Source: an optimization exercise on an open RTL-to-GDS flow (aim: small area, a short achievable clock period and few clock cycles per item). Production flows keep margins and buffers that such runs may drop.
The RTL was checked by simulation tests, not by an equivalence proof against the original design.

## wire_model
module wire_model (
    input  wire        clk,
    input  wire        rst,
    input  wire        cfg_we,
    input  wire [3:0]  cfg_ch,
    input  wire [15:0] cfg_k,
    input  wire [15:0] cfg_alpha,
    input  wire [15:0] cfg_tlim,
    input  wire        clr,
    input  wire [3:0]  clr_ch,
    input  wire        s_valid,
    output wire        s_ready,
    input  wire [3:0]  s_ch,
    input  wire [15:0] s_irms,
    input  wire [15:0] s_tref,
    output reg         r_valid,
    output reg  [3:0]  r_ch,
    output wire [31:0] r_dt,
    output reg  [16:0] r_temp,
    output reg         r_warn,
    output reg         r_latch,
    output reg         r_cool,
    output reg         r_trip
);
For scale: roughly 9100 cells after synthesis, about 1800 flip-flops, roughly 160 I/O pins, ~84000 um^2 of cells after synthesis.
==> flow/config.mk <==
export PLATFORM = sky130hd
export DESIGN_NAME = wire_model
export DESIGN_NICKNAME = wire_model
export VERILOG_FILES = /design/flow/design.v
export SDC_FILE = /design/flow/constraint.sdc
export NUM_CORES = 4
export LEC_CHECK = 0
export ABC_AREA = 1
export CAP_MARGIN = 20
export CORE_MARGIN = 2
export CORE_UTILIZATION = 65
export CTS_CLUSTER_DIAMETER = 80
export CTS_CLUSTER_SIZE = 26
export PLACE_DENSITY = 0.72
export SLEW_MARGIN = 20
==> flow/constraint.sdc <==
create_clock -name core_clock -period 33.0 [get_ports {clk}]
set_input_delay 6.6000 -clock core_clock [delete_from_list [all_inputs] [get_ports {clk}]]
set_output_delay 6.6000 -clock core_clock [all_outputs]
set_load 0.01 [all_outputs]
standard.sh (not shown) runs the stock make flow with config.mk's settings and CLKGATE_MAP_FILE= SYNTH_SCRIPT=/design/flow/synth_recipe.tcl, a recipe that flattens the netlist after the stock synthesis.
==> flow/flow/run.sh <==
#!/bin/bash
# The standard layout (standard.sh: ORFS synthesis to finish), with two
# changes:
#  - ABC's area script (used with ABC_AREA=1) maps twice with a delay target
#    of 4000 ps ("map -D 4000", and the sizing steps too), so that ABC recovers area on paths faster than
#    that; everything else in the synthesis, and every register, is as in
#    the standard synthesis. The ORFS scripts are copied into abcscripts/
#    with only abc_area.script replaced.
#  - the port buffers are plain sky130_fd_sc_hd__buf_2 cells instead of the
#    delay cell the resizer picks by default; every port still gets its own
#    buffer.
# make's full output goes to standard.log here; ORFS keeps each step's log
# under orfs/logs/.
set -euo pipefail
rm -rf abcscripts
cp -r "$FLOW_HOME/scripts" abcscripts
printf 'strash\ndch -f\nmap -D 4000 -B 0.9\ntopo\nstime -c\nbuffer -c\nupsize -c -D 4000\ndnsize -c -D 4000\nstrash\ndch -f\nmap -D 4000 -B 0.9\ntopo\nstime -c\nbuffer -c\nupsize -c -D 4000\ndnsize -c -D 4000\n' > abcscripts/abc_area.script
export BUFFER_PORTS_ARGS="-buffer_cell sky130_fd_sc_hd__buf_2"
bash standard.sh SCRIPTS_DIR="$PWD/abcscripts" > standard.log 2>&1
Testbench counts at the start, summed over its fixed seeds: cycles 16,424, samples 16,384.
Rerun with:
==> flow/flow/run.sh (replaced) <==
#!/bin/bash
# The standard layout (standard.sh: ORFS synthesis to finish), with two
# changes:
#  - ABC's area script (used with ABC_AREA=1) rewrites the logic once more ("dc2") and maps with a
#    delay target of 4000 ps ("map -D 4000", and the sizing steps too), so that ABC recovers area on paths faster than
#    that; everything else in the synthesis, and every register, is as in
#    the standard synthesis. The ORFS scripts are copied into abcscripts/
#    with only abc_area.script replaced.
#  - the port buffers are plain sky130_fd_sc_hd__buf_2 cells instead of the
#    delay cell the resizer picks by default; every port still gets its own
#    buffer.
# make's full output goes to standard.log here; ORFS keeps each step's log
# under orfs/logs/.
set -euo pipefail
rm -rf abcscripts
cp -r "$FLOW_HOME/scripts" abcscripts
printf 'strash\ndc2\ndch -f\nmap -D 4000 -B 0.9\ntopo\nstime -c\nbuffer -c\nupsize -c -D 4000\ndnsize -c -D 4000\n' > abcscripts/abc_area.script
export BUFFER_PORTS_ARGS="-buffer_cell sky130_fd_sc_hd__buf_2"
bash standard.sh SCRIPTS_DIR="$PWD/abcscripts" > standard.log 2>&1
The new run ran to the end with no violations.
Non-clock buffer count grows by 6.
Synthesized cell count drops by 1.8%.
Register-to-register slack got worse by 0.13 ns.
Setup slack gains 0.046 ns.
Rerun with:
==> flow/flow/run.sh (replaced) <==
#!/bin/bash
# The standard layout (standard.sh: ORFS synthesis to finish), with two
# changes:
#  - ABC's area script (used with ABC_AREA=1) maps with a delay target of
#    5000 ps ("map -D 5000"), so that ABC recovers area on paths faster than
#    that; everything else in the synthesis, and every register, is as in
#    the standard synthesis. The ORFS scripts are copied into abcscripts/
#    with only abc_area.script replaced.
#  - the port buffers are plain sky130_fd_sc_hd__buf_2 cells instead of the
#    delay cell the resizer picks by default; every port still gets its own
#    buffer.
# make's full output goes to standard.log here; ORFS keeps each step's log
# under orfs/logs/.
set -euo pipefail
rm -rf abcscripts
cp -r "$FLOW_HOME/scripts" abcscripts
printf 'strash\ndch -f\nmap -D 5000 -B 0.9\ntopo\nstime -c\nbuffer -c\nupsize -c\ndnsize -c\n' > abcscripts/abc_area.script
export BUFFER_PORTS_ARGS="-buffer_cell sky130_fd_sc_hd__buf_2"
bash standard.sh SCRIPTS_DIR="$PWD/abcscripts" > standard.log 2>&1
=>
- The changed run ran to the end with no violations
- non-clock buffer count decreases by 1
- routed wire length increases by 7.6%
- die area increases by 1.5%
- global-route usage increases by 2.0 points
- final cell count increases by 1.8%
- final area increases by about 1.6%
- synthesized area increases by about 1.5%
Rerun with:
--- a/flow/flow/run.sh
+++ b/flow/flow/run.sh
@@ -3,5 +3,5 @@
 # changes:
 #  - ABC's area script (used with ABC_AREA=1) maps with a delay target of
-#    5000 ps ("map -D 5000"), so that ABC recovers area on paths faster than
+#    4000 ps ("map -D 4000", and the sizing steps too), so that ABC recovers area on paths faster than
 #    that; everything else in the synthesis, and every register, is as in
 #    the standard synthesis. The ORFS scripts are copied into abcscripts/
@@ -15,5 +15,5 @@
 rm -rf abcscripts
 cp -r "$FLOW_HOME/scripts" abcscripts
-printf 'strash\ndch -f\nmap -D 5000 -B 0.9\ntopo\nstime -c\nbuffer -c\nupsize -c\ndnsize -c\n' > abcscripts/abc_area.script
+printf 'strash\ndch -f\nmap -D 4000 -B 0.9\ntopo\nstime -c\nbuffer -c\nupsize -c -D 4000\ndnsize -c -D 4000\n' > abcscripts/abc_area.script
 export BUFFER_PORTS_ARGS="-buffer_cell sky130_fd_sc_hd__buf_2"
 bash standard.sh SCRIPTS_DIR="$PWD/abcscripts" > standard.log 2>&1
After rerunning:
- The changed run completed with no timing, DRC or antenna violations
- count of clock-buffer cells in the layout came out lower by 6
- synthesized cell count increases by about 1%
- die area is about the same
- final cell count came out higher by about 0.7%
- wire length came out lower by 1.6%
- final area stays flat
- global-route usage is lower by 0.56 points
- setup slack improves by 0.051 ns

==> port drivers added, routing unchanged <==
In the flow no input, the clock included, has a driving cell. The finished layouts below were timed again as built, in two steps. Step 1 sets driving cells, clkbuf_16 on the clock port and buf_2 on the other inputs (assumed; they add their load-dependent delay and slew). Step 2 moves the port delays by t, midway between the first and last clock arrival at a register: inputs arrive t later, outputs are due t later. That takes back most of the time a late clock gives input paths. Three values: ideal, step 1, step 2; two values: the first two.
| run | t, ns | setup slack, ns | latest minus earliest clock arrival (ns) | worst data-port slew with drivers (ns) |
|---|---|---|---|---|
| the first run | 0.806 | 25.142 / 25.064 / 25.455 | 0.054 / 0.054 | 0.05 |
| the second run | 0.786 | 25.187 / 25.115 / 25.322 | 0.055 / 0.054 | 0.05 |
| the third run | 0.799 | 25.110 / 25.034 / 25.425 | 0.083 / 0.084 | 0.04 |
| the fourth run | 0.821 | 25.160 / 25.077 / 25.334 | 0.050 / 0.050 | 0.04 |
After both steps setup and hold are still met in every run listed.
